Background: an optimization exercise with open tools, aiming at small area, a short achievable clock period and few clock cycles. Do not read the settings as production practice.
In this exercise RTL edits were held to simulation tests only and were not proved equivalent to the original.

==> flow/design.v, too long to show whole: its modules and the start of the top module <==
// module fpu32: 146 lines
// module fpu32_exec: 116 lines
// module fpu32_sum: 30 lines
// module fpu32_lzc: 45 lines
// module fpu32_mul24: 1573 lines
// module fpu32_cadd78: 455 lines
// module fpu32_badd48: 279 lines
// module fpu32_round: 68 lines
// module fpu32_cadd34: 197 lines
module fpu32 (
    input  wire        clk,
    input  wire        rst,         
    input  wire        in_valid,
    output wire        in_ready,
    input  wire [2:0]  in_op,       
    input  wire [1:0]  in_rm,       
    input  wire [2:0]  in_rel,      
    input  wire [31:0] in_a,
    input  wire [31:0] in_b,
    input  wire [31:0] in_c,        
    output reg         out_valid,
    output reg  [31:0] out_result,
    output reg  [4:0]  out_flags    
);
  // ...
==> flow/run.sh <==
#!/bin/bash
# synth_recipe.tcl (not shown) runs the flow's synth.tcl, then flattens the netlist and writes it again
# the make line also repeats each setting of config.mk as NAME=value (left out here)
make -C /OpenROAD-flow-scripts/flow DESIGN_CONFIG=/design/flow/config.mk WORK_HOME=/design/flow/orfs CLKGATE_MAP_FILE= SYNTH_SCRIPT=/design/flow/synth_recipe.tcl finish
==> flow/config.mk <==
export PLATFORM = sky130hd
export DESIGN_NAME = fpu32
export DESIGN_NICKNAME = fpu32
export VERILOG_FILES = /design/flow/design.v
export SDC_FILE = /design/flow/constraint.sdc
export NUM_CORES = 4
export LEC_CHECK = 0
export CAP_MARGIN = 20
export CORE_MARGIN = 2
export CORE_UTILIZATION = 55
export SLEW_MARGIN = 70
==> flow/constraint.sdc <==
create_clock -name core_clock -period 34.0 [get_ports {clk}]
set_input_delay 6.8000 -clock core_clock [delete_from_list [all_inputs] [get_ports {clk}]]
set_output_delay 6.8000 -clock core_clock [all_outputs]
set_load 0.01 [all_outputs]
==> out/results.txt, run 1 <==
Worst Hold Slack = 0.3177 ns
Largest class = multi-input combinational cells
Detailed Route WL = 175000 um
PnR worst setup slack = 25.73 ns
Placer congestion estimate = 1.012
Final hold vios = 0
Worst EP arrival = 1.47 ns
Worst-path clk slew = 0.07 ns
Largest fanout on the critical path = 1
Slew margin rel. = 0.6515
Run status = no timing/DRC/antenna violations
Largest family of logic cells by synthesized area = compound AO/OA/AOI/OAI gates
Max FFs per register = 78
Deepest clock path buffer count = 3
Clk_skew = 0.04030 ns
Tapcells = 1070
Reg area = 9141 um2
Netlist cell types = 112
Vias/cell = 6.578
Synthesis-to-finish area growth = 13.79%
Cells after DPL = 6389
Hold-critical path depth = 0
Fin crit period = 8.266 ns
Die height = 292.2 um
Residual DRC = 0
Synth Area per Inst = 8.437 um2
Kind of critical path = flip-flop to output port
Cell area after layout = 51990 um2
Async S/R FF share, synth = 0
Synth top area cells = dfxtp_1, fa_1, ha_1, xnor2_1, a22oi_1
Simple-Gate Fraction of Synth Area = 0.1404
Initial Util = 0.5564
Tcrit/Tclk final = 0.2431
Testbench counts, summed over its fixed seeds: cycles 24,032.
==> module fpu32, before the edit <==
module fpu32 (
    input  wire        clk,
    input  wire        rst,         
    input  wire        in_valid,
    output wire        in_ready,
    input  wire [2:0]  in_op,       
    input  wire [1:0]  in_rm,       
    input  wire [2:0]  in_rel,      
    input  wire [31:0] in_a,
    input  wire [31:0] in_b,
    input  wire [31:0] in_c,        
    output reg         out_valid,
    output reg  [31:0] out_result,
    output reg  [4:0]  out_flags    
);
    assign in_ready = 1'b1;
    wire i_add = !in_op[2] && !in_op[1];
    wire i_fma = !in_op[2] && in_op[1] && in_op[0];
    reg        s0_valid;
    reg        s0_sub, s0_fma, s0_cmp;
    reg [1:0]  s0_rm;
    reg [2:0]  s0_rel;
    reg [31:0] s0_a, s0_y, s0_z;
    always @(posedge clk) begin
        s0_valid <= !rst && in_valid;
        s0_sub   <= i_add && in_op[0];
        s0_fma   <= i_fma;
        s0_cmp   <= in_op[2];
        s0_rm    <= in_rm;
        s0_rel   <= in_rel;
        s0_a     <= in_a;
        s0_y     <= i_add ? 32'h3F80_0000 : in_b;
        s0_z     <= i_add ? {in_b[31] ^ in_op[0], in_b[30:0]} :
                    i_fma ? in_c : {in_a[31] ^ in_b[31], 31'd0};
    end
    wire [47:0] e_prod;
    wire [77:0] e_addend;
    wire        e_sticky, e_sub, e_sp, e_sz;
    wire [10:0] e_ebase;
    wire        e_spec, e_spec_nv;
    wire [31:0] e_spec_res;
    fpu32_exec u_exec (
        .is_sub   (s0_sub),
        .is_fma   (s0_fma),
        .is_cmp   (s0_cmp),
        .rel      (s0_rel),
        .x        (s0_a),
        .y        (s0_y),
        .z        (s0_z),
        .prod     (e_prod),
        .addend   (e_addend),
        .sticky   (e_sticky),
        .sub      (e_sub),
        .sp       (e_sp),
        .sz       (e_sz),
        .ebase    (e_ebase),
        .spec     (e_spec),
        .spec_res (e_spec_res),
        .spec_nv  (e_spec_nv)
    );
    reg        s1_valid;
    reg [1:0]  s1_rm;
    reg [47:0] s1_prod;
    reg [77:0] s1_addend;
    reg        s1_sticky, s1_sub, s1_sp, s1_sz;
    reg [10:0] s1_ebase;
    reg        s1_spec, s1_spec_nv;
    reg [31:0] s1_spec_res;
    always @(posedge clk) begin
        s1_valid    <= !rst && s0_valid;
        s1_rm       <= s0_rm;
        s1_prod     <= e_prod;
        s1_addend   <= e_addend;
        s1_sticky   <= e_sticky;
        s1_sub      <= e_sub;
        s1_sp       <= e_sp;
        s1_sz       <= e_sz;
        s1_ebase    <= e_ebase;
        s1_spec     <= e_spec;
        s1_spec_res <= e_spec_res;
        s1_spec_nv  <= e_spec_nv;
    end
    wire [76:0] m_mag;
    wire [6:0]  m_lz;
    wire        m_zero, m_sign;
    fpu32_sum u_sum (
        .prod   (s1_prod),
        .addend (s1_addend),
        .sticky (s1_sticky),
        .sub    (s1_sub),
        .sp     (s1_sp),
        .sz     (s1_sz),
        .ebase  (s1_ebase),
        .mag    (m_mag),
        .lz     (m_lz),
        .zero   (m_zero),
        .sign   (m_sign)
    );
    reg        s2_valid;
    reg [1:0]  s2_rm;
    reg [76:0] s2_mag;
    reg [6:0]  s2_lz;
    reg        s2_zero, s2_sign, s2_sticky, s2_zsign;
    reg [10:0] s2_ebase;
    reg        s2_spec, s2_spec_nv;
    reg [31:0] s2_spec_res;
    always @(posedge clk) begin
        s2_valid    <= !rst && s1_valid;
        s2_rm       <= s1_rm;
        s2_mag      <= m_mag;
        s2_lz       <= m_lz;
        s2_zero     <= m_zero;
        s2_sign     <= m_sign;
        s2_sticky   <= s1_sticky;
        s2_zsign    <= (s1_sp == s1_sz) ? s1_sp : (s1_rm == 2'd3);
        s2_ebase    <= s1_ebase;
        s2_spec     <= s1_spec;
        s2_spec_res <= s1_spec_res;
        s2_spec_nv  <= s1_spec_nv;
    end
    wire [31:0] r_result;
    wire [4:0]  r_flags;
    fpu32_round u_round (
        .rm     (s2_rm),
        .sign   (s2_sign),
        .mag    (s2_mag),
        .s      (s2_lz),
        .sticky (s2_sticky),
        .ebase  (s2_ebase),
        .result (r_result),
        .flags  (r_flags)
    );
    always @(posedge clk) begin
        out_valid <= !rst && s2_valid;
        if (s2_spec) begin
            out_result <= s2_spec_res;
            out_flags  <= {s2_spec_nv, 4'd0};
        end else if (s2_zero) begin
            out_result <= {s2_zsign, 31'd0};
            out_flags  <= 5'd0;
        end else begin
            out_result <= r_result;
            out_flags  <= r_flags;
        end
    end
endmodule
==> module fpu32_exec, before the edit <==
module fpu32_exec (
    input  wire        is_sub,
    input  wire        is_fma,
    input  wire        is_cmp,
    input  wire [2:0]  rel,
    input  wire [31:0] x,           
    input  wire [31:0] y,           
    input  wire [31:0] z,           
    output wire [47:0] prod,
    output wire [77:0] addend,      
    output wire        sticky,      
    output wire        sub,         
    output wire        sp,          
    output wire        sz,          
    output wire [10:0] ebase,       
    output reg         spec,        
    output reg  [31:0] spec_res,
    output reg         spec_nv
);
    localparam [31:0] DEFAULT_NAN = 32'h7FC0_0000;
    wire x_nan  = (x[30:23] == 8'hFF) && (x[22:0] != 23'd0);
    wire y_nan  = (y[30:23] == 8'hFF) && (y[22:0] != 23'd0);
    wire z_nan  = (z[30:23] == 8'hFF) && (z[22:0] != 23'd0);
    wire any_snan = (x_nan && !x[22]) || (y_nan && !y[22]) || (z_nan && !z[22]);
    wire [7:0]  fx = x[30:23];
    wire [7:0]  fy = y[30:23];
    wire [7:0]  fz = z[30:23];
    assign sp = x[31] ^ y[31];
    assign sz = z[31];
    wire x_inf  = (fx == 8'hFF) && (x[22:0] == 23'd0);
    wire y_inf  = (fy == 8'hFF) && (y[22:0] == 23'd0);
    wire z_inf  = (fz == 8'hFF) && (z[22:0] == 23'd0);
    wire x_zero = (x[30:0] == 31'd0);
    wire y_zero = (y[30:0] == 31'd0);
    wire z_zero = (z[30:0] == 31'd0);
    wire p_zero = x_zero || y_zero;
    wire [23:0] mx = {fx != 8'd0, x[22:0]};
    wire [23:0] my = {fy != 8'd0, y[22:0]};
    wire [23:0] mz = {fz != 8'd0, z[22:0]};
    wire [7:0]  ex = {fx[7:1], fx[0] | (fx == 8'd0)};
    wire [7:0]  ey = {fy[7:1], fy[0] | (fy == 8'd0)};
    wire [7:0]  ez = {fz[7:1], fz[0] | (fz == 8'd0)};
    fpu32_mul24 u_mul (.a(my), .b(mx), .p(prod));
    wire signed [10:0] ep_top = $signed({3'd0, ex}) + $signed({3'd0, ey}) - 11'sd99;
    wire signed [10:0] d      = ep_top - $signed({3'd0, ez});
    wire clamp = p_zero || (!z_zero && d[10]);
    assign ebase = clamp ? {3'd0, ez} : ep_top;
    wire [6:0] sh = (clamp || d[10]) ? 7'd0 : (d > 11'sd77) ? 7'd77 : d[6:0];
    wire [100:0] z0 = {mz, 77'd0};
    wire [100:0] z1 = sh[6] ? (z0 >> 64) : z0;
    wire [100:0] z2 = sh[5] ? (z1 >> 32) : z1;
    wire [100:0] z3 = sh[4] ? (z2 >> 16) : z2;
    wire [100:0] z4 = sh[3] ? (z3 >> 8)  : z3;
    wire [100:0] z5 = sh[2] ? (z4 >> 4)  : z4;
    wire [100:0] z6 = sh[1] ? (z5 >> 2)  : z5;
    wire [100:0] z7 = sh[0] ? (z6 >> 1)  : z6;
    assign addend = {sub, z7[100:24] ^ {77{sub}}};
    reg [23:0] below;
    integer k;
    always @* begin
        for (k = 0; k < 24; k = k + 1)
            below[k] = (sh > 7'd53 + k);
    end
    assign sticky = |(mz & below);
    assign sub    = sp ^ sz;
    wire both_zero = x_zero && y_zero;
    wire mag_eq    = (x[30:0] == y[30:0]);
    wire mag_lt    = (x[30:0] <  y[30:0]);
    wire c_eq = both_zero || (mag_eq && (x[31] == y[31]));
    wire c_lt = !both_zero && ((x[31] != y[31]) ? x[31] :
                               x[31] ? !(mag_lt || mag_eq) : mag_lt);
    reg  c_res;
    always @* begin
        case (rel)
            3'd0:    c_res = c_eq;
            3'd1:    c_res = !c_eq;
            3'd2:    c_res = c_lt;
            3'd3:    c_res = c_lt || c_eq;
            3'd4:    c_res = !c_lt && !c_eq;
            3'd5:    c_res = !c_lt;
            default: c_res = 1'b0;
        endcase
    end
    wire zero_inf = (x_zero && y_inf) || (x_inf && y_zero);
    always @* begin
        spec     = 1'b1;
        spec_res = 32'd0;
        spec_nv  = 1'b0;
        if (is_cmp) begin
            if (x_nan || y_nan) begin
                spec_res = {31'd0, (rel == 3'd1) || (rel == 3'd6)};
                spec_nv  = any_snan || (rel >= 3'd2 && rel <= 3'd5);
            end else begin
                spec_res = {31'd0, c_res};
            end
        end else if (x_nan || y_nan || z_nan) begin
            spec_res = x_nan ? x : y_nan ? y : {z[31] ^ is_sub, z[30:0]};
            spec_res[22] = 1'b1;
            spec_nv  = any_snan || (is_fma && zero_inf);
        end else if (zero_inf) begin
            spec_res = DEFAULT_NAN;
            spec_nv  = 1'b1;
        end else if (x_inf || y_inf) begin
            if (z_inf && (sz != sp)) begin
                spec_res = DEFAULT_NAN;
                spec_nv  = 1'b1;
            end else begin
                spec_res = {sp, 8'hFF, 23'd0};
            end
        end else if (z_inf) begin
            spec_res = {sz, 8'hFF, 23'd0};
        end else begin
            spec = 1'b0;
        end
    end
endmodule
==> module fpu32_sum, before the edit <==
module fpu32_sum (
    input  wire [47:0] prod,
    input  wire [77:0] addend,
    input  wire        sticky,
    input  wire        sub,
    input  wire        sp,
    input  wire        sz,
    input  wire [10:0] ebase,
    output wire [76:0] mag,
    output wire [6:0]  lz,          
    output wire        zero,
    output wire        sign
);
    wire [77:0] s0, s1;
    fpu32_cadd78 u_add (.x({28'd0, prod, 2'd0}), .y(addend), .s0(s0), .s1(s1));
    wire neg  = sub && s0[77];
    wire use1 = sub && !sticky;
    assign mag  = neg ? ~s0[76:0] : use1 ? s1[76:0] : s0[76:0];
    assign sign = neg ? sz : sp;
    wire [6:0] elim = ($signed(ebase) <= 11'sd1)  ? 7'd0 :
                      ($signed(ebase) >= 11'sd128) ? 7'd127 : ebase[6:0] - 7'd1;
    reg  [76:0] mark;
    integer k;
    always @* begin
        for (k = 0; k < 77; k = k + 1)
            mark[k] = (elim == 7'd76 - k);
    end
    fpu32_lzc u_lzc (.v({mag | mark, 1'b1, 50'd0}), .lz(lz));
    assign zero = ~|mag;
endmodule
==> module fpu32_badd48, before the edit <==
module fpu32_badd48 (
    input  wire [47:0] x,
    input  wire [47:0] y,
    output wire [47:0] s      
);
    wire g0 = x[0] & y[0];
    wire p0 = x[0] ^ y[0];
    wire g1 = x[1] & y[1];
    wire p1 = x[1] ^ y[1];
    wire g2 = x[2] & y[2];
    wire p2 = x[2] ^ y[2];
    wire g3 = x[3] & y[3];
    wire p3 = x[3] ^ y[3];
    wire g4 = x[4] & y[4];
    wire p4 = x[4] ^ y[4];
    wire g5 = x[5] & y[5];
    wire p5 = x[5] ^ y[5];
    wire g6 = x[6] & y[6];
    wire p6 = x[6] ^ y[6];
    wire g7 = x[7] & y[7];
    wire p7 = x[7] ^ y[7];
    wire g8 = x[8] & y[8];
    wire p8 = x[8] ^ y[8];
    wire g9 = x[9] & y[9];
    wire p9 = x[9] ^ y[9];
    wire g10 = x[10] & y[10];
    wire p10 = x[10] ^ y[10];
    wire g11 = x[11] & y[11];
    wire p11 = x[11] ^ y[11];
    wire g12 = x[12] & y[12];
    wire p12 = x[12] ^ y[12];
    wire g13 = x[13] & y[13];
    wire p13 = x[13] ^ y[13];
    wire g14 = x[14] & y[14];
    wire p14 = x[14] ^ y[14];
    wire g15 = x[15] & y[15];
    wire p15 = x[15] ^ y[15];
    wire g16 = x[16] & y[16];
    wire p16 = x[16] ^ y[16];
    wire g17 = x[17] & y[17];
    wire p17 = x[17] ^ y[17];
    wire g18 = x[18] & y[18];
    wire p18 = x[18] ^ y[18];
    wire g19 = x[19] & y[19];
    wire p19 = x[19] ^ y[19];
    wire g20 = x[20] & y[20];
    wire p20 = x[20] ^ y[20];
    wire g21 = x[21] & y[21];
    wire p21 = x[21] ^ y[21];
    wire g22 = x[22] & y[22];
    wire p22 = x[22] ^ y[22];
    wire g23 = x[23] & y[23];
    wire p23 = x[23] ^ y[23];
    wire g24 = x[24] & y[24];
    wire p24 = x[24] ^ y[24];
    wire g25 = x[25] & y[25];
    wire p25 = x[25] ^ y[25];
    wire g26 = x[26] & y[26];
    wire p26 = x[26] ^ y[26];
    wire g27 = x[27] & y[27];
    wire p27 = x[27] ^ y[27];
    wire g28 = x[28] & y[28];
    wire p28 = x[28] ^ y[28];
    wire g29 = x[29] & y[29];
    wire p29 = x[29] ^ y[29];
    wire g30 = x[30] & y[30];
    wire p30 = x[30] ^ y[30];
    wire g31 = x[31] & y[31];
    wire p31 = x[31] ^ y[31];
    wire g32 = x[32] & y[32];
    wire p32 = x[32] ^ y[32];
    wire g33 = x[33] & y[33];
    wire p33 = x[33] ^ y[33];
    wire g34 = x[34] & y[34];
    wire p34 = x[34] ^ y[34];
    wire g35 = x[35] & y[35];
    wire p35 = x[35] ^ y[35];
    wire g36 = x[36] & y[36];
    wire p36 = x[36] ^ y[36];
    wire g37 = x[37] & y[37];
    wire p37 = x[37] ^ y[37];
    wire g38 = x[38] & y[38];
    wire p38 = x[38] ^ y[38];
    wire g39 = x[39] & y[39];
    wire p39 = x[39] ^ y[39];
    wire g40 = x[40] & y[40];
    wire p40 = x[40] ^ y[40];
    wire g41 = x[41] & y[41];
    wire p41 = x[41] ^ y[41];
    wire g42 = x[42] & y[42];
    wire p42 = x[42] ^ y[42];
    wire g43 = x[43] & y[43];
    wire p43 = x[43] ^ y[43];
    wire g44 = x[44] & y[44];
    wire p44 = x[44] ^ y[44];
    wire g45 = x[45] & y[45];
    wire p45 = x[45] ^ y[45];
    wire g46 = x[46] & y[46];
    wire p46 = x[46] ^ y[46];
    wire g47 = x[47] & y[47];
    wire p47 = x[47] ^ y[47];
    wire G1 = g1 | (p1 & g0);
    wire P1 = p1 & p0;
    wire G2 = g3 | (p3 & g2);
    wire P2 = p3 & p2;
    wire G3 = g5 | (p5 & g4);
    wire P3 = p5 & p4;
    wire G4 = g7 | (p7 & g6);
    wire P4 = p7 & p6;
    wire G5 = g9 | (p9 & g8);
    wire P5 = p9 & p8;
    wire G6 = g11 | (p11 & g10);
    wire P6 = p11 & p10;
    wire G7 = g13 | (p13 & g12);
    wire P7 = p13 & p12;
    wire G8 = g15 | (p15 & g14);
    wire P8 = p15 & p14;
    wire G9 = g17 | (p17 & g16);
    wire P9 = p17 & p16;
    wire G10 = g19 | (p19 & g18);
    wire P10 = p19 & p18;
    wire G11 = g21 | (p21 & g20);
    wire P11 = p21 & p20;
    wire G12 = g23 | (p23 & g22);
    wire P12 = p23 & p22;
    wire G13 = g25 | (p25 & g24);
    wire P13 = p25 & p24;
    wire G14 = g27 | (p27 & g26);
    wire P14 = p27 & p26;
    wire G15 = g29 | (p29 & g28);
    wire P15 = p29 & p28;
    wire G16 = g31 | (p31 & g30);
    wire P16 = p31 & p30;
    wire G17 = g33 | (p33 & g32);
    wire P17 = p33 & p32;
    wire G18 = g35 | (p35 & g34);
    wire P18 = p35 & p34;
    wire G19 = g37 | (p37 & g36);
    wire P19 = p37 & p36;
    wire G20 = g39 | (p39 & g38);
    wire P20 = p39 & p38;
    wire G21 = g41 | (p41 & g40);
    wire P21 = p41 & p40;
    wire G22 = g43 | (p43 & g42);
    wire P22 = p43 & p42;
    wire G23 = g45 | (p45 & g44);
    wire P23 = p45 & p44;
    wire G24 = g47 | (p47 & g46);
    wire P24 = p47 & p46;
    wire G25 = G2 | (P2 & G1);
    wire P25 = P2 & P1;
    wire G26 = G4 | (P4 & G3);
    wire P26 = P4 & P3;
    wire G27 = G6 | (P6 & G5);
    wire P27 = P6 & P5;
    wire G28 = G8 | (P8 & G7);
    wire P28 = P8 & P7;
    wire G29 = G10 | (P10 & G9);
    wire P29 = P10 & P9;
    wire G30 = G12 | (P12 & G11);
    wire P30 = P12 & P11;
    wire G31 = G14 | (P14 & G13);
    wire P31 = P14 & P13;
    wire G32 = G16 | (P16 & G15);
    wire P32 = P16 & P15;
    wire G33 = G18 | (P18 & G17);
    wire P33 = P18 & P17;
    wire G34 = G20 | (P20 & G19);
    wire P34 = P20 & P19;
    wire G35 = G22 | (P22 & G21);
    wire P35 = P22 & P21;
    wire G36 = G24 | (P24 & G23);
    wire P36 = P24 & P23;
    wire G37 = G26 | (P26 & G25);
    wire P37 = P26 & P25;
    wire G38 = G28 | (P28 & G27);
    wire P38 = P28 & P27;
    wire G39 = G30 | (P30 & G29);
    wire P39 = P30 & P29;
    wire G40 = G32 | (P32 & G31);
    wire P40 = P32 & P31;
    wire G41 = G34 | (P34 & G33);
    wire P41 = P34 & P33;
    wire G42 = G36 | (P36 & G35);
    wire P42 = P36 & P35;
    wire G43 = G38 | (P38 & G37);
    wire P43 = P38 & P37;
    wire G44 = G40 | (P40 & G39);
    wire P44 = P40 & P39;
    wire G45 = G42 | (P42 & G41);
    wire P45 = P42 & P41;
    wire G46 = G44 | (P44 & G43);
    wire P46 = P44 & P43;
    wire G47 = G45 | (P45 & G46);
    wire P47 = P45 & P46;
    wire G48 = G39 | (P39 & G43);
    wire P48 = P39 & P43;
    wire G49 = G41 | (P41 & G46);
    wire P49 = P41 & P46;
    wire G50 = G27 | (P27 & G37);
    wire P50 = P27 & P37;
    wire G51 = G29 | (P29 & G43);
    wire P51 = P29 & P43;
    wire G52 = G31 | (P31 & G48);
    wire P52 = P31 & P48;
    wire G53 = G33 | (P33 & G46);
    wire P53 = P33 & P46;
    wire G54 = G35 | (P35 & G49);
    wire P54 = P35 & P49;
    wire G55 = G3 | (P3 & G25);
    wire P55 = P3 & P25;
    wire G56 = G5 | (P5 & G37);
    wire P56 = P5 & P37;
    wire G57 = G7 | (P7 & G50);
    wire P57 = P7 & P50;
    wire G58 = G9 | (P9 & G43);
    wire P58 = P9 & P43;
    wire G59 = G11 | (P11 & G51);
    wire P59 = P11 & P51;
    wire G60 = G13 | (P13 & G48);
    wire P60 = P13 & P48;
    wire G61 = G15 | (P15 & G52);
    wire P61 = P15 & P52;
    wire G62 = G17 | (P17 & G46);
    wire P62 = P17 & P46;
    wire G63 = G19 | (P19 & G53);
    wire P63 = P19 & P53;
    wire G64 = G21 | (P21 & G49);
    wire P64 = P21 & P49;
    wire G65 = G23 | (P23 & G54);
    wire P65 = P23 & P54;
    wire G66 = g2 | (p2 & G1);
    wire P66 = p2 & P1;
    wire G67 = g4 | (p4 & G25);
    wire P67 = p4 & P25;
    wire G68 = g6 | (p6 & G55);
    wire P68 = p6 & P55;
    wire G69 = g8 | (p8 & G37);
    wire P69 = p8 & P37;
    wire G70 = g10 | (p10 & G56);
    wire P70 = p10 & P56;
    wire G71 = g12 | (p12 & G50);
    wire P71 = p12 & P50;
    wire G72 = g14 | (p14 & G57);
    wire P72 = p14 & P57;
    wire G73 = g16 | (p16 & G43);
    wire P73 = p16 & P43;
    wire G74 = g18 | (p18 & G58);
    wire P74 = p18 & P58;
    wire G75 = g20 | (p20 & G51);
    wire P75 = p20 & P51;
    wire G76 = g22 | (p22 & G59);
    wire P76 = p22 & P59;
    wire G77 = g24 | (p24 & G48);
    wire P77 = p24 & P48;
    wire G78 = g26 | (p26 & G60);
    wire P78 = p26 & P60;
    wire G79 = g28 | (p28 & G52);
    wire P79 = p28 & P52;
    wire G80 = g30 | (p30 & G61);
    wire P80 = p30 & P61;
    wire G81 = g32 | (p32 & G46);
    wire P81 = p32 & P46;
    wire G82 = g34 | (p34 & G62);
    wire P82 = p34 & P62;
    wire G83 = g36 | (p36 & G53);
    wire P83 = p36 & P53;
    wire G84 = g38 | (p38 & G63);
    wire P84 = p38 & P63;
    wire G85 = g40 | (p40 & G49);
    wire P85 = p40 & P49;
    wire G86 = g42 | (p42 & G64);
    wire P86 = p42 & P64;
    wire G87 = g44 | (p44 & G54);
    wire P87 = p44 & P54;
    wire G88 = g46 | (p46 & G65);
    wire P88 = p46 & P65;
    assign s = {p47 ^ G88, p46 ^ G65, p45 ^ G87, p44 ^ G54, p43 ^ G86, p42 ^ G64, p41 ^ G85, p40 ^ G49, p39 ^ G84, p38 ^ G63, p37 ^ G83, p36 ^ G53, p35 ^ G82, p34 ^ G62, p33 ^ G81, p32 ^ G46, p31 ^ G80, p30 ^ G61, p29 ^ G79, p28 ^ G52, p27 ^ G78, p26 ^ G60, p25 ^ G77, p24 ^ G48, p23 ^ G76, p22 ^ G59, p21 ^ G75, p20 ^ G51, p19 ^ G74, p18 ^ G58, p17 ^ G73, p16 ^ G43, p15 ^ G72, p14 ^ G57, p13 ^ G71, p12 ^ G50, p11 ^ G70, p10 ^ G56, p9 ^ G69, p8 ^ G37, p7 ^ G68, p6 ^ G55, p5 ^ G67, p4 ^ G25, p3 ^ G66, p2 ^ G1, p1 ^ g0, p0};
endmodule
==> run 2: changes to the inputs <==
--- a/flow/design.v
+++ b/flow/design.v
@@ -21,6 +21,19 @@
     reg [1:0]  s0_rm;
     reg [2:0]  s0_rel;
     reg [31:0] s0_a, s0_y, s0_z;
+    reg        s0_hx, s0_hy, s0_hz;     
+    reg [12:0] s0_bone, s0_btwo, s0_bneg;
+    wire [26:0] i_bx = {2'b00, in_a[30:23] != 8'd0, in_a[22:0], 1'b0};
+    reg  [12:0] i_bone, i_btwo, i_bneg;
+    integer k;
+    always @* begin
+        for (k = 0; k < 13; k = k + 1) begin
+            i_bone[k] = i_bx[2*k+1] ^ i_bx[2*k];
+            i_btwo[k] = (i_bx[2*k+2] & ~i_bx[2*k+1] & ~i_bx[2*k]) |
+                        (~i_bx[2*k+2] & i_bx[2*k+1] & i_bx[2*k]);
+            i_bneg[k] = i_bx[2*k+2] & ~(i_bx[2*k+1] & i_bx[2*k]);
+        end
+    end
     always @(posedge clk) begin
         s0_valid <= !rst && in_valid;
         s0_sub   <= i_add && in_op[0];
@@ -30,6 +43,12 @@
         s0_rel   <= in_rel;
         s0_a     <= in_a;
         s0_y     <= i_add ? 32'h3F80_0000 : in_b;
+        s0_hx    <= (in_a[30:23] != 8'd0);
+        s0_bone  <= i_bone;
+        s0_btwo  <= i_btwo;
+        s0_bneg  <= i_bneg;
+        s0_hy    <= i_add || (in_b[30:23] != 8'd0);
+        s0_hz    <= i_add ? (in_b[30:23] != 8'd0) : i_fma && (in_c[30:23] != 8'd0);
         s0_z     <= i_add ? {in_b[31] ^ in_op[0], in_b[30:0]} :
                     i_fma ? in_c : {in_a[31] ^ in_b[31], 31'd0};
     end
@@ -47,6 +66,12 @@
         .x        (s0_a),
         .y        (s0_y),
         .z        (s0_z),
+        .hx       (s0_hx),
+        .hy       (s0_hy),
+        .hz       (s0_hz),
+        .bone     (s0_bone),
+        .btwo     (s0_btwo),
+        .bneg     (s0_bneg),
         .prod     (e_prod),
         .addend   (e_addend),
         .sticky   (e_sticky),
@@ -82,7 +107,7 @@
     end
     wire [76:0] m_mag;
     wire [6:0]  m_lz;
-    wire        m_zero, m_sign;
+    wire        m_sign;
     fpu32_sum u_sum (
         .prod   (s1_prod),
         .addend (s1_addend),
@@ -93,14 +118,13 @@
         .ebase  (s1_ebase),
         .mag    (m_mag),
         .lz     (m_lz),
-        .zero   (m_zero),
         .sign   (m_sign)
     );
     reg        s2_valid;
     reg [1:0]  s2_rm;
     reg [76:0] s2_mag;
     reg [6:0]  s2_lz;
-    reg        s2_zero, s2_sign, s2_sticky, s2_zsign;
+    reg        s2_sign, s2_sticky, s2_zsign;
     reg [10:0] s2_ebase;
     reg        s2_spec, s2_spec_nv;
     reg [31:0] s2_spec_res;
@@ -109,7 +133,6 @@
         s2_rm       <= s1_rm;
         s2_mag      <= m_mag;
         s2_lz       <= m_lz;
-        s2_zero     <= m_zero;
         s2_sign     <= m_sign;
         s2_sticky   <= s1_sticky;
         s2_zsign    <= (s1_sp == s1_sz) ? s1_sp : (s1_rm == 2'd3);
@@ -120,6 +143,7 @@
     end
     wire [31:0] r_result;
     wire [4:0]  r_flags;
+    wire        r_zero;
     fpu32_round u_round (
         .rm     (s2_rm),
         .sign   (s2_sign),
@@ -128,14 +152,15 @@
         .sticky (s2_sticky),
         .ebase  (s2_ebase),
         .result (r_result),
-        .flags  (r_flags)
+        .flags  (r_flags),
+        .zero   (r_zero)
     );
     always @(posedge clk) begin
         out_valid <= !rst && s2_valid;
         if (s2_spec) begin
             out_result <= s2_spec_res;
             out_flags  <= {s2_spec_nv, 4'd0};
-        end else if (s2_zero) begin
+        end else if (r_zero) begin
             out_result <= {s2_zsign, 31'd0};
             out_flags  <= 5'd0;
         end else begin
@@ -152,6 +177,12 @@
     input  wire [31:0] x,           
     input  wire [31:0] y,           
     input  wire [31:0] z,           
+    input  wire        hx,          
+    input  wire        hy,
+    input  wire        hz,
+    input  wire [12:0] bone,        
+    input  wire [12:0] btwo,
+    input  wire [12:0] bneg,
     output wire [47:0] prod,
     output wire [77:0] addend,      
     output wire        sticky,      
@@ -176,17 +207,17 @@
     wire x_inf  = (fx == 8'hFF) && (x[22:0] == 23'd0);
     wire y_inf  = (fy == 8'hFF) && (y[22:0] == 23'd0);
     wire z_inf  = (fz == 8'hFF) && (z[22:0] == 23'd0);
-    wire x_zero = (x[30:0] == 31'd0);
-    wire y_zero = (y[30:0] == 31'd0);
-    wire z_zero = (z[30:0] == 31'd0);
+    wire x_zero = !hx && (x[22:0] == 23'd0);
+    wire y_zero = !hy && (y[22:0] == 23'd0);
+    wire z_zero = !hz && (z[22:0] == 23'd0);
     wire p_zero = x_zero || y_zero;
-    wire [23:0] mx = {fx != 8'd0, x[22:0]};
-    wire [23:0] my = {fy != 8'd0, y[22:0]};
-    wire [23:0] mz = {fz != 8'd0, z[22:0]};
-    wire [7:0]  ex = {fx[7:1], fx[0] | (fx == 8'd0)};
-    wire [7:0]  ey = {fy[7:1], fy[0] | (fy == 8'd0)};
-    wire [7:0]  ez = {fz[7:1], fz[0] | (fz == 8'd0)};
-    fpu32_mul24 u_mul (.a(my), .b(mx), .p(prod));
+    wire [23:0] mx = {hx, x[22:0]};
+    wire [23:0] my = {hy, y[22:0]};
+    wire [23:0] mz = {hz, z[22:0]};
+    wire [7:0]  ex = {fx[7:1], fx[0] | !hx};
+    wire [7:0]  ey = {fy[7:1], fy[0] | !hy};
+    wire [7:0]  ez = {fz[7:1], fz[0] | !hz};
+    fpu32_mul24 u_mul (.a(my), .bone(bone), .btwo(btwo), .bneg(bneg), .p(prod));
     wire signed [10:0] ep_top = $signed({3'd0, ex}) + $signed({3'd0, ey}) - 11'sd99;
     wire signed [10:0] d      = ep_top - $signed({3'd0, ez});
     wire clamp = p_zero || (!z_zero && d[10]);
@@ -270,7 +301,6 @@
     input  wire [10:0] ebase,
     output wire [76:0] mag,
     output wire [6:0]  lz,          
-    output wire        zero,
     output wire        sign
 );
     wire [77:0] s0, s1;
@@ -288,7 +318,6 @@
             mark[k] = (elim == 7'd76 - k);
     end
     fpu32_lzc u_lzc (.v({mag | mark, 1'b1, 50'd0}), .lz(lz));
-    assign zero = ~|mag;
 endmodule
 module fpu32_lzc (
     input  wire [127:0] v,
@@ -337,10 +366,11 @@
 endmodule
 module fpu32_mul24 (
     input  wire [23:0] a,
-    input  wire [23:0] b,
+    input  wire [12:0] bone,    
+    input  wire [12:0] btwo,    
+    input  wire [12:0] bneg,    
     output wire [47:0] p
 );
-    wire [26:0] bx = {2'b00, b, 1'b0};
     wire hs1;
     wire hc2;
     wire hs3;
@@ -941,9 +971,9 @@
     wire fc598;
     wire fs599;
     wire fc600;
-    wire one0 = bx[1] ^ bx[0];
-    wire two0 = (bx[2] & ~bx[1] & ~bx[0]) | (~bx[2] & bx[1] & bx[0]);
-    wire neg0 = bx[2] & ~(bx[1] & bx[0]);
+    wire one0 = bone[0];
+    wire two0 = btwo[0];
+    wire neg0 = bneg[0];
     wire pp0_0 = ((one0 & a[0]) | (two0 & 1'b0)) ^ neg0;
     wire pp0_1 = ((one0 & a[1]) | (two0 & a[0])) ^ neg0;
     wire pp0_2 = ((one0 & a[2]) | (two0 & a[1])) ^ neg0;
@@ -969,9 +999,9 @@
     wire pp0_22 = ((one0 & a[22]) | (two0 & a[21])) ^ neg0;
     wire pp0_23 = ((one0 & a[23]) | (two0 & a[22])) ^ neg0;
     wire pp0_24 = ((one0 & 1'b0) | (two0 & a[23])) ^ neg0;
-    wire one1 = bx[3] ^ bx[2];
-    wire two1 = (bx[4] & ~bx[3] & ~bx[2]) | (~bx[4] & bx[3] & bx[2]);
-    wire neg1 = bx[4] & ~(bx[3] & bx[2]);
+    wire one1 = bone[1];
+    wire two1 = btwo[1];
+    wire neg1 = bneg[1];
     wire pp1_0 = ((one1 & a[0]) | (two1 & 1'b0)) ^ neg1;
     wire pp1_1 = ((one1 & a[1]) | (two1 & a[0])) ^ neg1;
     wire pp1_2 = ((one1 & a[2]) | (two1 & a[1])) ^ neg1;
@@ -997,9 +1027,9 @@
     wire pp1_22 = ((one1 & a[22]) | (two1 & a[21])) ^ neg1;
     wire pp1_23 = ((one1 & a[23]) | (two1 & a[22])) ^ neg1;
     wire pp1_24 = ((one1 & 1'b0) | (two1 & a[23])) ^ neg1;
-    wire one2 = bx[5] ^ bx[4];
-    wire two2 = (bx[6] & ~bx[5] & ~bx[4]) | (~bx[6] & bx[5] & bx[4]);
-    wire neg2 = bx[6] & ~(bx[5] & bx[4]);
+    wire one2 = bone[2];
+    wire two2 = btwo[2];
+    wire neg2 = bneg[2];
     wire pp2_0 = ((one2 & a[0]) | (two2 & 1'b0)) ^ neg2;
     wire pp2_1 = ((one2 & a[1]) | (two2 & a[0])) ^ neg2;
     wire pp2_2 = ((one2 & a[2]) | (two2 & a[1])) ^ neg2;
@@ -1025,9 +1055,9 @@
     wire pp2_22 = ((one2 & a[22]) | (two2 & a[21])) ^ neg2;
     wire pp2_23 = ((one2 & a[23]) | (two2 & a[22])) ^ neg2;
     wire pp2_24 = ((one2 & 1'b0) | (two2 & a[23])) ^ neg2;
-    wire one3 = bx[7] ^ bx[6];
-    wire two3 = (bx[8] & ~bx[7] & ~bx[6]) | (~bx[8] & bx[7] & bx[6]);
-    wire neg3 = bx[8] & ~(bx[7] & bx[6]);
+    wire one3 = bone[3];
+    wire two3 = btwo[3];
+    wire neg3 = bneg[3];
     wire pp3_0 = ((one3 & a[0]) | (two3 & 1'b0)) ^ neg3;
     wire pp3_1 = ((one3 & a[1]) | (two3 & a[0])) ^ neg3;
     wire pp3_2 = ((one3 & a[2]) | (two3 & a[1])) ^ neg3;
@@ -1053,9 +1083,9 @@
     wire pp3_22 = ((one3 & a[22]) | (two3 & a[21])) ^ neg3;
     wire pp3_23 = ((one3 & a[23]) | (two3 & a[22])) ^ neg3;
     wire pp3_24 = ((one3 & 1'b0) | (two3 & a[23])) ^ neg3;
-    wire one4 = bx[9] ^ bx[8];
-    wire two4 = (bx[10] & ~bx[9] & ~bx[8]) | (~bx[10] & bx[9] & bx[8]);
-    wire neg4 = bx[10] & ~(bx[9] & bx[8]);
+    wire one4 = bone[4];
+    wire two4 = btwo[4];
+    wire neg4 = bneg[4];
     wire pp4_0 = ((one4 & a[0]) | (two4 & 1'b0)) ^ neg4;
     wire pp4_1 = ((one4 & a[1]) | (two4 & a[0])) ^ neg4;
     wire pp4_2 = ((one4 & a[2]) | (two4 & a[1])) ^ neg4;
@@ -1081,9 +1111,9 @@
     wire pp4_22 = ((one4 & a[22]) | (two4 & a[21])) ^ neg4;
     wire pp4_23 = ((one4 & a[23]) | (two4 & a[22])) ^ neg4;
     wire pp4_24 = ((one4 & 1'b0) | (two4 & a[23])) ^ neg4;
-    wire one5 = bx[11] ^ bx[10];
-    wire two5 = (bx[12] & ~bx[11] & ~bx[10]) | (~bx[12] & bx[11] & bx[10]);
-    wire neg5 = bx[12] & ~(bx[11] & bx[10]);
+    wire one5 = bone[5];
+    wire two5 = btwo[5];
+    wire neg5 = bneg[5];
     wire pp5_0 = ((one5 & a[0]) | (two5 & 1'b0)) ^ neg5;
     wire pp5_1 = ((one5 & a[1]) | (two5 & a[0])) ^ neg5;
     wire pp5_2 = ((one5 & a[2]) | (two5 & a[1])) ^ neg5;
@@ -1109,9 +1139,9 @@
     wire pp5_22 = ((one5 & a[22]) | (two5 & a[21])) ^ neg5;
     wire pp5_23 = ((one5 & a[23]) | (two5 & a[22])) ^ neg5;
     wire pp5_24 = ((one5 & 1'b0) | (two5 & a[23])) ^ neg5;
-    wire one6 = bx[13] ^ bx[12];
-    wire two6 = (bx[14] & ~bx[13] & ~bx[12]) | (~bx[14] & bx[13] & bx[12]);
-    wire neg6 = bx[14] & ~(bx[13] & bx[12]);
+    wire one6 = bone[6];
+    wire two6 = btwo[6];
+    wire neg6 = bneg[6];
     wire pp6_0 = ((one6 & a[0]) | (two6 & 1'b0)) ^ neg6;
     wire pp6_1 = ((one6 & a[1]) | (two6 & a[0])) ^ neg6;
     wire pp6_2 = ((one6 & a[2]) | (two6 & a[1])) ^ neg6;
@@ -1137,9 +1167,9 @@
     wire pp6_22 = ((one6 & a[22]) | (two6 & a[21])) ^ neg6;
     wire pp6_23 = ((one6 & a[23]) | (two6 & a[22])) ^ neg6;
     wire pp6_24 = ((one6 & 1'b0) | (two6 & a[23])) ^ neg6;
-    wire one7 = bx[15] ^ bx[14];
-    wire two7 = (bx[16] & ~bx[15] & ~bx[14]) | (~bx[16] & bx[15] & bx[14]);
-    wire neg7 = bx[16] & ~(bx[15] & bx[14]);
+    wire one7 = bone[7];
+    wire two7 = btwo[7];
+    wire neg7 = bneg[7];
     wire pp7_0 = ((one7 & a[0]) | (two7 & 1'b0)) ^ neg7;
     wire pp7_1 = ((one7 & a[1]) | (two7 & a[0])) ^ neg7;
     wire pp7_2 = ((one7 & a[2]) | (two7 & a[1])) ^ neg7;
@@ -1165,9 +1195,9 @@
     wire pp7_22 = ((one7 & a[22]) | (two7 & a[21])) ^ neg7;
     wire pp7_23 = ((one7 & a[23]) | (two7 & a[22])) ^ neg7;
     wire pp7_24 = ((one7 & 1'b0) | (two7 & a[23])) ^ neg7;
-    wire one8 = bx[17] ^ bx[16];
-    wire two8 = (bx[18] & ~bx[17] & ~bx[16]) | (~bx[18] & bx[17] & bx[16]);
-    wire neg8 = bx[18] & ~(bx[17] & bx[16]);
+    wire one8 = bone[8];
+    wire two8 = btwo[8];
+    wire neg8 = bneg[8];
     wire pp8_0 = ((one8 & a[0]) | (two8 & 1'b0)) ^ neg8;
     wire pp8_1 = ((one8 & a[1]) | (two8 & a[0])) ^ neg8;
     wire pp8_2 = ((one8 & a[2]) | (two8 & a[1])) ^ neg8;
@@ -1193,9 +1223,9 @@
     wire pp8_22 = ((one8 & a[22]) | (two8 & a[21])) ^ neg8;
     wire pp8_23 = ((one8 & a[23]) | (two8 & a[22])) ^ neg8;
     wire pp8_24 = ((one8 & 1'b0) | (two8 & a[23])) ^ neg8;
-    wire one9 = bx[19] ^ bx[18];
-    wire two9 = (bx[20] & ~bx[19] & ~bx[18]) | (~bx[20] & bx[19] & bx[18]);
-    wire neg9 = bx[20] & ~(bx[19] & bx[18]);
+    wire one9 = bone[9];
+    wire two9 = btwo[9];
+    wire neg9 = bneg[9];
     wire pp9_0 = ((one9 & a[0]) | (two9 & 1'b0)) ^ neg9;
     wire pp9_1 = ((one9 & a[1]) | (two9 & a[0])) ^ neg9;
     wire pp9_2 = ((one9 & a[2]) | (two9 & a[1])) ^ neg9;
@@ -1221,9 +1251,9 @@
     wire pp9_22 = ((one9 & a[22]) | (two9 & a[21])) ^ neg9;
     wire pp9_23 = ((one9 & a[23]) | (two9 & a[22])) ^ neg9;
     wire pp9_24 = ((one9 & 1'b0) | (two9 & a[23])) ^ neg9;
-    wire one10 = bx[21] ^ bx[20];
-    wire two10 = (bx[22] & ~bx[21] & ~bx[20]) | (~bx[22] & bx[21] & bx[20]);
-    wire neg10 = bx[22] & ~(bx[21] & bx[20]);
+    wire one10 = bone[10];
+    wire two10 = btwo[10];
+    wire neg10 = bneg[10];
     wire pp10_0 = ((one10 & a[0]) | (two10 & 1'b0)) ^ neg10;
     wire pp10_1 = ((one10 & a[1]) | (two10 & a[0])) ^ neg10;
     wire pp10_2 = ((one10 & a[2]) | (two10 & a[1])) ^ neg10;
@@ -1249,9 +1279,9 @@
     wire pp10_22 = ((one10 & a[22]) | (two10 & a[21])) ^ neg10;
     wire pp10_23 = ((one10 & a[23]) | (two10 & a[22])) ^ neg10;
     wire pp10_24 = ((one10 & 1'b0) | (two10 & a[23])) ^ neg10;
-    wire one11 = bx[23] ^ bx[22];
-    wire two11 = (bx[24] & ~bx[23] & ~bx[22]) | (~bx[24] & bx[23] & bx[22]);
-    wire neg11 = bx[24] & ~(bx[23] & bx[22]);
+    wire one11 = bone[11];
+    wire two11 = btwo[11];
+    wire neg11 = bneg[11];
     wire pp11_0 = ((one11 & a[0]) | (two11 & 1'b0)) ^ neg11;
     wire pp11_1 = ((one11 & a[1]) | (two11 & a[0])) ^ neg11;
     wire pp11_2 = ((one11 & a[2]) | (two11 & a[1])) ^ neg11;
@@ -1277,9 +1307,9 @@
     wire pp11_22 = ((one11 & a[22]) | (two11 & a[21])) ^ neg11;
     wire pp11_23 = ((one11 & a[23]) | (two11 & a[22])) ^ neg11;
     wire pp11_24 = ((one11 & 1'b0) | (two11 & a[23])) ^ neg11;
-    wire one12 = bx[25] ^ bx[24];
-    wire two12 = (bx[26] & ~bx[25] & ~bx[24]) | (~bx[26] & bx[25] & bx[24]);
-    wire neg12 = bx[26] & ~(bx[25] & bx[24]);
+    wire one12 = bone[12];
+    wire two12 = btwo[12];
+    wire neg12 = bneg[12];
     wire pp12_0 = ((one12 & a[0]) | (two12 & 1'b0)) ^ neg12;
     wire pp12_1 = ((one12 & a[1]) | (two12 & a[0])) ^ neg12;
     wire pp12_2 = ((one12 & a[2]) | (two12 & a[1])) ^ neg12;
@@ -2512,135 +2542,215 @@
     wire P23 = p45 & p44;
     wire G24 = g47 | (p47 & g46);
     wire P24 = p47 & p46;
-    wire G25 = G2 | (P2 & G1);
-    wire P25 = P2 & P1;
-    wire G26 = G4 | (P4 & G3);
-    wire P26 = P4 & P3;
-    wire G27 = G6 | (P6 & G5);
-    wire P27 = P6 & P5;
-    wire G28 = G8 | (P8 & G7);
-    wire P28 = P8 & P7;
-    wire G29 = G10 | (P10 & G9);
-    wire P29 = P10 & P9;
-    wire G30 = G12 | (P12 & G11);
-    wire P30 = P12 & P11;
-    wire G31 = G14 | (P14 & G13);
-    wire P31 = P14 & P13;
-    wire G32 = G16 | (P16 & G15);
-    wire P32 = P16 & P15;
-    wire G33 = G18 | (P18 & G17);
-    wire P33 = P18 & P17;
-    wire G34 = G20 | (P20 & G19);
-    wire P34 = P20 & P19;
-    wire G35 = G22 | (P22 & G21);
-    wire P35 = P22 & P21;
-    wire G36 = G24 | (P24 & G23);
-    wire P36 = P24 & P23;
-    wire G37 = G26 | (P26 & G25);
-    wire P37 = P26 & P25;
-    wire G38 = G28 | (P28 & G27);
-    wire P38 = P28 & P27;
-    wire G39 = G30 | (P30 & G29);
-    wire P39 = P30 & P29;
-    wire G40 = G32 | (P32 & G31);
-    wire P40 = P32 & P31;
-    wire G41 = G34 | (P34 & G33);
-    wire P41 = P34 & P33;
-    wire G42 = G36 | (P36 & G35);
-    wire P42 = P36 & P35;
-    wire G43 = G38 | (P38 & G37);
-    wire P43 = P38 & P37;
-    wire G44 = G40 | (P40 & G39);
-    wire P44 = P40 & P39;
-    wire G45 = G42 | (P42 & G41);
-    wire P45 = P42 & P41;
-    wire G46 = G44 | (P44 & G43);
-    wire P46 = P44 & P43;
-    wire G47 = G45 | (P45 & G46);
-    wire P47 = P45 & P46;
-    wire G48 = G39 | (P39 & G43);
-    wire P48 = P39 & P43;
-    wire G49 = G41 | (P41 & G46);
-    wire P49 = P41 & P46;
-    wire G50 = G27 | (P27 & G37);
-    wire P50 = P27 & P37;
-    wire G51 = G29 | (P29 & G43);
-    wire P51 = P29 & P43;
-    wire G52 = G31 | (P31 & G48);
-    wire P52 = P31 & P48;
-    wire G53 = G33 | (P33 & G46);
-    wire P53 = P33 & P46;
-    wire G54 = G35 | (P35 & G49);
-    wire P54 = P35 & P49;
-    wire G55 = G3 | (P3 & G25);
-    wire P55 = P3 & P25;
-    wire G56 = G5 | (P5 & G37);
-    wire P56 = P5 & P37;
-    wire G57 = G7 | (P7 & G50);
-    wire P57 = P7 & P50;
-    wire G58 = G9 | (P9 & G43);
-    wire P58 = P9 & P43;
-    wire G59 = G11 | (P11 & G51);
-    wire P59 = P11 & P51;
-    wire G60 = G13 | (P13 & G48);
-    wire P60 = P13 & P48;
-    wire G61 = G15 | (P15 & G52);
-    wire P61 = P15 & P52;
-    wire G62 = G17 | (P17 & G46);
-    wire P62 = P17 & P46;
-    wire G63 = G19 | (P19 & G53);
-    wire P63 = P19 & P53;
-    wire G64 = G21 | (P21 & G49);
-    wire P64 = P21 & P49;
-    wire G65 = G23 | (P23 & G54);
-    wire P65 = P23 & P54;
-    wire G66 = g2 | (p2 & G1);
-    wire P66 = p2 & P1;
-    wire G67 = g4 | (p4 & G25);
-    wire P67 = p4 & P25;
-    wire G68 = g6 | (p6 & G55);
-    wire P68 = p6 & P55;
-    wire G69 = g8 | (p8 & G37);
-    wire P69 = p8 & P37;
-    wire G70 = g10 | (p10 & G56);
-    wire P70 = p10 & P56;
-    wire G71 = g12 | (p12 & G50);
-    wire P71 = p12 & P50;
-    wire G72 = g14 | (p14 & G57);
-    wire P72 = p14 & P57;
-    wire G73 = g16 | (p16 & G43);
-    wire P73 = p16 & P43;
-    wire G74 = g18 | (p18 & G58);
-    wire P74 = p18 & P58;
-    wire G75 = g20 | (p20 & G51);
-    wire P75 = p20 & P51;
-    wire G76 = g22 | (p22 & G59);
-    wire P76 = p22 & P59;
-    wire G77 = g24 | (p24 & G48);
-    wire P77 = p24 & P48;
-    wire G78 = g26 | (p26 & G60);
-    wire P78 = p26 & P60;
-    wire G79 = g28 | (p28 & G52);
-    wire P79 = p28 & P52;
-    wire G80 = g30 | (p30 & G61);
-    wire P80 = p30 & P61;
-    wire G81 = g32 | (p32 & G46);
-    wire P81 = p32 & P46;
-    wire G82 = g34 | (p34 & G62);
-    wire P82 = p34 & P62;
-    wire G83 = g36 | (p36 & G53);
-    wire P83 = p36 & P53;
-    wire G84 = g38 | (p38 & G63);
-    wire P84 = p38 & P63;
-    wire G85 = g40 | (p40 & G49);
-    wire P85 = p40 & P49;
-    wire G86 = g42 | (p42 & G64);
-    wire P86 = p42 & P64;
-    wire G87 = g44 | (p44 & G54);
-    wire P87 = p44 & P54;
-    wire G88 = g46 | (p46 & G65);
-    wire P88 = p46 & P65;
-    assign s = {p47 ^ G88, p46 ^ G65, p45 ^ G87, p44 ^ G54, p43 ^ G86, p42 ^ G64, p41 ^ G85, p40 ^ G49, p39 ^ G84, p38 ^ G63, p37 ^ G83, p36 ^ G53, p35 ^ G82, p34 ^ G62, p33 ^ G81, p32 ^ G46, p31 ^ G80, p30 ^ G61, p29 ^ G79, p28 ^ G52, p27 ^ G78, p26 ^ G60, p25 ^ G77, p24 ^ G48, p23 ^ G76, p22 ^ G59, p21 ^ G75, p20 ^ G51, p19 ^ G74, p18 ^ G58, p17 ^ G73, p16 ^ G43, p15 ^ G72, p14 ^ G57, p13 ^ G71, p12 ^ G50, p11 ^ G70, p10 ^ G56, p9 ^ G69, p8 ^ G37, p7 ^ G68, p6 ^ G55, p5 ^ G67, p4 ^ G25, p3 ^ G66, p2 ^ G1, p1 ^ g0, p0};
+    wire G25 = g2 | (p2 & G1);
+    wire P25 = p2 & P1;
+    wire G26 = G2 | (P2 & G1);
+    wire P26 = P2 & P1;
+    wire G27 = g6 | (p6 & G3);
+    wire P27 = p6 & P3;
+    wire G28 = G4 | (P4 & G3);
+    wire P28 = P4 & P3;
+    wire G29 = g10 | (p10 & G5);
+    wire P29 = p10 & P5;
+    wire G30 = G6 | (P6 & G5);
+    wire P30 = P6 & P5;
+    wire G31 = g14 | (p14 & G7);
+    wire P31 = p14 & P7;
+    wire G32 = G8 | (P8 & G7);
+    wire P32 = P8 & P7;
+    wire G33 = g18 | (p18 & G9);
+    wire P33 = p18 & P9;
+    wire G34 = G10 | (P10 & G9);
+    wire P34 = P10 & P9;
+    wire G35 = g22 | (p22 & G11);
+    wire P35 = p22 & P11;
+    wire G36 = G12 | (P12 & G11);
+    wire P36 = P12 & P11;
+    wire G37 = g26 | (p26 & G13);
+    wire P37 = p26 & P13;
+    wire G38 = G14 | (P14 & G13);
+    wire P38 = P14 & P13;
+    wire G39 = g30 | (p30 & G15);
+    wire P39 = p30 & P15;
+    wire G40 = G16 | (P16 & G15);
+    wire P40 = P16 & P15;
+    wire G41 = g34 | (p34 & G17);
+    wire P41 = p34 & P17;
+    wire G42 = G18 | (P18 & G17);
+    wire P42 = P18 & P17;
+    wire G43 = g38 | (p38 & G19);
+    wire P43 = p38 & P19;
+    wire G44 = G20 | (P20 & G19);
+    wire P44 = P20 & P19;
+    wire G45 = g42 | (p42 & G21);
+    wire P45 = p42 & P21;
+    wire G46 = G22 | (P22 & G21);
+    wire P46 = P22 & P21;
+    wire G47 = g46 | (p46 & G23);
+    wire P47 = p46 & P23;
+    wire G48 = G24 | (P24 & G23);
+    wire P48 = P24 & P23;
+    wire G49 = g4 | (p4 & G26);
+    wire P49 = p4 & P26;
+    wire G50 = G3 | (P3 & G26);
+    wire P50 = P3 & P26;
+    wire G51 = G27 | (P27 & G26);
+    wire P51 = P27 & P26;
+    wire G52 = G28 | (P28 & G26);
+    wire P52 = P28 & P26;
+    wire G53 = g12 | (p12 & G30);
+    wire P53 = p12 & P30;
+    wire G54 = G7 | (P7 & G30);
+    wire P54 = P7 & P30;
+    wire G55 = G31 | (P31 & G30);
+    wire P55 = P31 & P30;
+    wire G56 = G32 | (P32 & G30);
+    wire P56 = P32 & P30;
+    wire G57 = g20 | (p20 & G34);
+    wire P57 = p20 & P34;
+    wire G58 = G11 | (P11 & G34);
+    wire P58 = P11 & P34;
+    wire G59 = G35 | (P35 & G34);
+    wire P59 = P35 & P34;
+    wire G60 = G36 | (P36 & G34);
+    wire P60 = P36 & P34;
+    wire G61 = g28 | (p28 & G38);
+    wire P61 = p28 & P38;
+    wire G62 = G15 | (P15 & G38);
+    wire P62 = P15 & P38;
+    wire G63 = G39 | (P39 & G38);
+    wire P63 = P39 & P38;
+    wire G64 = G40 | (P40 & G38);
+    wire P64 = P40 & P38;
+    wire G65 = g36 | (p36 & G42);
+    wire P65 = p36 & P42;
+    wire G66 = G19 | (P19 & G42);
+    wire P66 = P19 & P42;
+    wire G67 = G43 | (P43 & G42);
+    wire P67 = P43 & P42;
+    wire G68 = G44 | (P44 & G42);
+    wire P68 = P44 & P42;
+    wire G69 = g44 | (p44 & G46);
+    wire P69 = p44 & P46;
+    wire G70 = G23 | (P23 & G46);
+    wire P70 = P23 & P46;
+    wire G71 = G47 | (P47 & G46);
+    wire P71 = P47 & P46;
+    wire G72 = G48 | (P48 & G46);
+    wire P72 = P48 & P46;
+    wire G73 = g8 | (p8 & G52);
+    wire P73 = p8 & P52;
+    wire G74 = G5 | (P5 & G52);
+    wire P74 = P5 & P52;
+    wire G75 = G29 | (P29 & G52);
+    wire P75 = P29 & P52;
+    wire G76 = G30 | (P30 & G52);
+    wire P76 = P30 & P52;
+    wire G77 = G53 | (P53 & G52);
+    wire P77 = P53 & P52;
+    wire G78 = G54 | (P54 & G52);
+    wire P78 = P54 & P52;
+    wire G79 = G55 | (P55 & G52);
+    wire P79 = P55 & P52;
+    wire G80 = G56 | (P56 & G52);
+    wire P80 = P56 & P52;
+    wire G81 = g24 | (p24 & G60);
+    wire P81 = p24 & P60;
+    wire G82 = G13 | (P13 & G60);
+    wire P82 = P13 & P60;
+    wire G83 = G37 | (P37 & G60);
+    wire P83 = P37 & P60;
+    wire G84 = G38 | (P38 & G60);
+    wire P84 = P38 & P60;
+    wire G85 = G61 | (P61 & G60);
+    wire P85 = P61 & P60;
+    wire G86 = G62 | (P62 & G60);
+    wire P86 = P62 & P60;
+    wire G87 = G63 | (P63 & G60);
+    wire P87 = P63 & P60;
+    wire G88 = G64 | (P64 & G60);
+    wire P88 = P64 & P60;
+    wire G89 = g40 | (p40 & G68);
+    wire P89 = p40 & P68;
+    wire G90 = G21 | (P21 & G68);
+    wire P90 = P21 & P68;
+    wire G91 = G45 | (P45 & G68);
+    wire P91 = P45 & P68;
+    wire G92 = G46 | (P46 & G68);
+    wire P92 = P46 & P68;
+    wire G93 = G69 | (P69 & G68);
+    wire P93 = P69 & P68;
+    wire G94 = G70 | (P70 & G68);
+    wire P94 = P70 & P68;
+    wire G95 = G71 | (P71 & G68);
+    wire P95 = P71 & P68;
+    wire G96 = G72 | (P72 & G68);
+    wire P96 = P72 & P68;
+    wire G97 = g16 | (p16 & G80);
+    wire P97 = p16 & P80;
+    wire G98 = G9 | (P9 & G80);
+    wire P98 = P9 & P80;
+    wire G99 = G33 | (P33 & G80);
+    wire P99 = P33 & P80;
+    wire G100 = G34 | (P34 & G80);
+    wire P100 = P34 & P80;
+    wire G101 = G57 | (P57 & G80);
+    wire P101 = P57 & P80;
+    wire G102 = G58 | (P58 & G80);
+    wire P102 = P58 & P80;
+    wire G103 = G59 | (P59 & G80);
+    wire P103 = P59 & P80;
+    wire G104 = G60 | (P60 & G80);
+    wire P104 = P60 & P80;
+    wire G105 = G81 | (P81 & G80);
+    wire P105 = P81 & P80;
+    wire G106 = G82 | (P82 & G80);
+    wire P106 = P82 & P80;
+    wire G107 = G83 | (P83 & G80);
+    wire P107 = P83 & P80;
+    wire G108 = G84 | (P84 & G80);
+    wire P108 = P84 & P80;
+    wire G109 = G85 | (P85 & G80);
+    wire P109 = P85 & P80;
+    wire G110 = G86 | (P86 & G80);
+    wire P110 = P86 & P80;
+    wire G111 = G87 | (P87 & G80);
+    wire P111 = P87 & P80;
+    wire G112 = G88 | (P88 & G80);
+    wire P112 = P88 & P80;
+    wire G113 = g32 | (p32 & G112);
+    wire P113 = p32 & P112;
+    wire G114 = G17 | (P17 & G112);
+    wire P114 = P17 & P112;
+    wire G115 = G41 | (P41 & G112);
+    wire P115 = P41 & P112;
+    wire G116 = G42 | (P42 & G112);
+    wire P116 = P42 & P112;
+    wire G117 = G65 | (P65 & G112);
+    wire P117 = P65 & P112;
+    wire G118 = G66 | (P66 & G112);
+    wire P118 = P66 & P112;
+    wire G119 = G67 | (P67 & G112);
+    wire P119 = P67 & P112;
+    wire G120 = G68 | (P68 & G112);
+    wire P120 = P68 & P112;
+    wire G121 = G89 | (P89 & G112);
+    wire P121 = P89 & P112;
+    wire G122 = G90 | (P90 & G112);
+    wire P122 = P90 & P112;
+    wire G123 = G91 | (P91 & G112);
+    wire P123 = P91 & P112;
+    wire G124 = G92 | (P92 & G112);
+    wire P124 = P92 & P112;
+    wire G125 = G93 | (P93 & G112);
+    wire P125 = P93 & P112;
+    wire G126 = G94 | (P94 & G112);
+    wire P126 = P94 & P112;
+    wire G127 = G95 | (P95 & G112);
+    wire P127 = P95 & P112;
+    wire G128 = G96 | (P96 & G112);
+    wire P128 = P96 & P112;
+    assign s = {p47 ^ G127, p46 ^ G126, p45 ^ G125, p44 ^ G124, p43 ^ G123, p42 ^ G122, p41 ^ G121, p40 ^ G120, p39 ^ G119, p38 ^ G118, p37 ^ G117, p36 ^ G116, p35 ^ G115, p34 ^ G114, p33 ^ G113, p32 ^ G112, p31 ^ G111, p30 ^ G110, p29 ^ G109, p28 ^ G108, p27 ^ G107, p26 ^ G106, p25 ^ G105, p24 ^ G104, p23 ^ G103, p22 ^ G102, p21 ^ G101, p20 ^ G100, p19 ^ G99, p18 ^ G98, p17 ^ G97, p16 ^ G80, p15 ^ G79, p14 ^ G78, p13 ^ G77, p12 ^ G76, p11 ^ G75, p10 ^ G74, p9 ^ G73, p8 ^ G52, p7 ^ G51, p6 ^ G50, p5 ^ G49, p4 ^ G26, p3 ^ G25, p2 ^ G1, p1 ^ g0, p0};
 endmodule
 module fpu32_round (
     input  wire [1:0]  rm,
@@ -2650,7 +2760,8 @@
     input  wire        sticky,     
     input  wire [10:0] ebase,
     output reg  [31:0] result,
-    output reg  [4:0]  flags
+    output reg  [4:0]  flags,
+    output wire        zero        
 );
     localparam RM_RNE = 2'd0, RM_RZ = 2'd1, RM_RU = 2'd2, RM_RD = 2'd3;
     wire [76:0] t1 = s[6] ? (mag << 64) : mag;
@@ -2674,6 +2785,7 @@
     wire        st2   = (|(mag[50:0] & low)) | sticky;
     wire        stick = n[51] | st2;
     wire        inexact = rbit | stick;
+    assign zero = !(|n[76:51]) && !st2;
     reg up;
     always @* begin
         case (rm)
==> flow/flow/run.sh (new file) <==
#!/bin/bash
# The standard layout (the standard.sh: ORFS synthesis through to the
# final DEF), with one change: the buffers that global placement puts on
# every input and output port are buf_4 cells instead of the resizer's own
# choice (a clkdlybuf4s50_1 delay cell, about 0.4 ns slower per port).
set -e
export BUFFER_PORTS_ARGS="-buffer_cell sky130_fd_sc_hd__buf_4"
echo "export BUFFER_PORTS_ARGS = -buffer_cell sky130_fd_sc_hd__buf_4" >> config.mk
bash standard.sh > standard.log 2>&1
==> flow/standard.sh (new file) <==
#!/bin/bash
# synth_recipe.tcl (not shown) runs the flow's synth.tcl, then flattens the netlist and writes it again
# the make line also repeats each setting of config.mk as NAME=value (left out here)
make -C /OpenROAD-flow-scripts/flow DESIGN_CONFIG=/design/flow/config.mk WORK_HOME=/design/flow/orfs CLKGATE_MAP_FILE= SYNTH_SCRIPT=/design/flow/synth_recipe.tcl "${@:-finish}"
--- a/flow/config.mk
+++ b/flow/config.mk
@@ -9,3 +9,4 @@
 export CORE_MARGIN = 2
 export CORE_UTILIZATION = 55
 export SLEW_MARGIN = 70
+export BUFFER_PORTS_ARGS = -buffer_cell sky130_fd_sc_hd__buf_4
removed: flow/run.sh
==> run 2 against run 1 <==
Compared with the run above:
- still clean
- first-iteration DRC count is 7.2% lower
- cell count increased by 0.80%
- maximum frequency is 4.9% higher
- synthesized cell count increased by 0.79%
- cell area up 0.70%
- highest routed layer unchanged
==> out/results.txt, run 2 <==
Run status = no timing/DRC/antenna violations (unchanged)
H-tree levels = 2 (unchanged)
Detailed Route WL = 178300 um (was 175000 um)
Share of layout cells above drive strength 1 = 0.1525 (was 0.1293)
Die height = 294.1 um (was 292.2 um)
Top_reg_cell synth = dfxtp_1 (unchanged)
Post-DP HPWL = 135800 um (was 134500 um)
HP Class = flip-flop to flip-flop (unchanged)
Max FFs per register = 78 (unchanged)
Routed wire per std cell = 27.24 um (was 26.95 um)
Cells after DPL = 6430 (was 6389)
Post-Place Setup Slack = 25.95 ns (was 25.65 ns)
Tcrit/Tclk final = 0.2318 (was 0.2431)
Max Fclk = 0.1269 GHz (was 0.1210 GHz)
Met3 Use GR = 0.09992 (was 0.08240)
Core area = 83420 um2 (was 82110 um2)
Placer congestion estimate = 1.012 (about the same)
Largest fanout on the critical path = 22 (was 1)
CTS sink cnt = 489 (was 453)
Kind of critical path = flip-flop to flip-flop (was flip-flop to output port)
Worst EP arrival = 8.43 ns (was 1.47 ns)
PnR worst setup slack = 26.12 ns (was 25.73 ns)
Die Footprint = 86470 um2 (was 85390 um2)
Fin crit period = 7.880 ns (was 8.266 ns)
Max-Cap Viols = 0 (unchanged)
Post-Syn Nets = 6090 (was 6064)
Crit path max-delay cell type = fa_1 (was clkdlybuf4s50_1)
Async S/R FF share, synth = 0 (unchanged)
Setup TNS = 0 ns (unchanged)
Seq/Total Area, Yosys = 0.2116 (was 0.1985)
Final slew viol count = 0 (unchanged)
RSZ-0062 raised after global routing = false (unchanged)
Total GRT Usage = 0.4042 (was 0.4003)
Synthesis-to-finish area growth = 13.14% (was 13.79%)
Deepest clock path buffer count = 3 (unchanged)
Vias = 42.94k (was 42.72k)
Netlist cell types = 105 (was 112)
Max stage delay on crit path = 0.57 ns (was 0.55 ns)
Worst Setup End Kind = flip-flop (was output port)
CTS tree = built (unchanged)
Initial antenna violation count = 17 (was 10)
Most used cell, CP = fa_1
Final setup fails = 0 (unchanged)
Met2 Track Usage GR = 0.6280 (was 0.6215)
# hold bufs at CTS = 0 (unchanged)
CP required = 34.55 ns (was 27.20 ns)
Synth top area cells = dfxtp_1, fa_1, xnor2_1, ha_1, a22oi_1 (was dfxtp_1, fa_1, ha_1, xnor2_1, a22oi_1)
Synth Area per Inst = 8.478 um2 (was 8.437 um2)
Initial Util = 0.5547 (was 0.5564)
Startpoint types = flip-flop (unchanged)
#FFs+latches synth = 489 (was 453)
Grt met1 use = 0.5199 (was 0.5305)
Worst-path clk slew = 0.07 ns (about the same)
Layer with the highest usage = met2 (unchanged)
Post-CTS Setup Bufs = 0 (unchanged)
Worst skew pair latency = 0.65 ns (was 0.63 ns)
Finished Layout Cells = 6547 (was 6495)
Residual DRC = 0 (unchanged)
Largest net degree at the start of global routing = 67 (was 68)
Worst Max-Slew Pin Slew = 0.5022 ns (was 0.5095 ns)
Clock Root Buffer = clkbuf_16 (unchanged)
Vias/cell = 6.559 (was 6.578)
Slew margin rel. = 0.6646 (was 0.6515)
Mapped cell area = 46270 um2 (was 45690 um2)
Final hold vios = 0 (unchanged)
First-pass GRT wire length = 263900 um (was 259800 um)
Die X-Extent = 294.1 um (was 292.2 um)
Post-synth top cells = dfxtp_1, inv_1, xnor2_1 (was inv_1, dfxtp_1, nor2_1)
Clk_skew = 0.05022 ns (was 0.04030 ns)
run 2: cells by family (layout without fill, tap and decap cells):
kind of cell / after synthesis / count (layout) / synth area share
AO/OA/AOI/OAI: 1476 / 1476 / 0.2249
AND/OR/NAND/NOR: 1290 / 1290 / 0.1373
buffers and inverters: 889 / 895 / 0.07374
adder cells (fa/ha/maj): 527 / 527 / 0.1882
XOR/XNOR: 518 / 518 / 0.09805
flip-flops: 489 / 489 / 0.2116
multiplexers: 267 / 267 / 0.06617
other: 2 / 5 / 0.0001623
run 2: final timing paths:
check | startpoint | end | slack [ns] | cells past startpoint
worst max-delay path | s0_a[1] | s1_prod[47] | 26.12 | 26
worst min-delay path | s1_spec_res[3] | s2_spec_res[3] | 0.32 | 0
worst max register to register | s0_a[1] | s1_prod[47] | 26.12 | 26
worst min register to register | s1_spec_res[3] | s2_spec_res[3] | 0.32 | 0
run 2: layout make-up:
class                      instances  area, um2
antenna                            3      7.507
inverter                         492       1867
clock inverter                    29      347.8
tap                             1080       1351
sequential                       489       9868
multi-input combinational       4080      34790
timing repair buffer             310       2680
fill                            7302      31070
clock buffer                      64       1436
run 2: critical path: cells and delay by family (launching register included):
family	cells	cell delay, ns
buf+inv	6	0.94
xor+xnor	2	0.37
simple gates	3	1.04
fa+ha+maj	6	3.04
compound gates	9	2.08
flops	1	0.31
run 2: metrics by stage:
stage	area [um2]	hold slack, ns
finish	52350	0.3248
global route	52350	0.3282
CTS	51730	0.3257
detailed placement	49950	0.3121
global placement	48070	0.3111
floorplan	46270	0.3096
run 2: routing by layer:
| layer | share of wire | vias up | wire [um] |
|---|---|---|---|
| li1 | - | 19260 | - |
| met2 | 0.44 | 2559 | 78110 |
| met4 | 0.064 | 10 | 11330 |
| met1 | 0.39 | 20520 | 69590 |
| met5 | 0.00036 | - | 65 |
| met3 | 0.11 | 592 | 19240 |
Testbench counts of run 2, summed over its fixed seeds: cycles 24,032.

-- afterwards: timing with drivers on the ports --
How much do the figures lean on ideal ports? The routed layouts below were timed once more, with nothing changed but the port constraints. Step 1 (the two cells are an assumption about what drives the block):
set clk [get_ports {clk}]
set_driving_cell -lib_cell sky130_fd_sc_hd__clkbuf_16 $clk
set_driving_cell -lib_cell sky130_fd_sc_hd__buf_2 [delete_from_list [all_inputs] $clk]
Step 2 times the ports against the registers' clock, not the clock port: input delays grow and output delays shrink by t, the midpoint of the rising clock arrivals with the driver on. Slacks: no drivers / after step 1 / after step 2; pairs: no drivers / after step 1.
run	t, ns	setup slack, ns	worst setup path at the end
run 1	0.682	25.734 / 25.660 / 25.692	input to register
run 2	0.693	26.120 / 26.050 / 25.916	input to register
After both steps setup and hold are still met in every run listed. The setup slack of run 2, which loses most, moves by -0.070 ns with the drivers and by -0.204 ns with both steps.
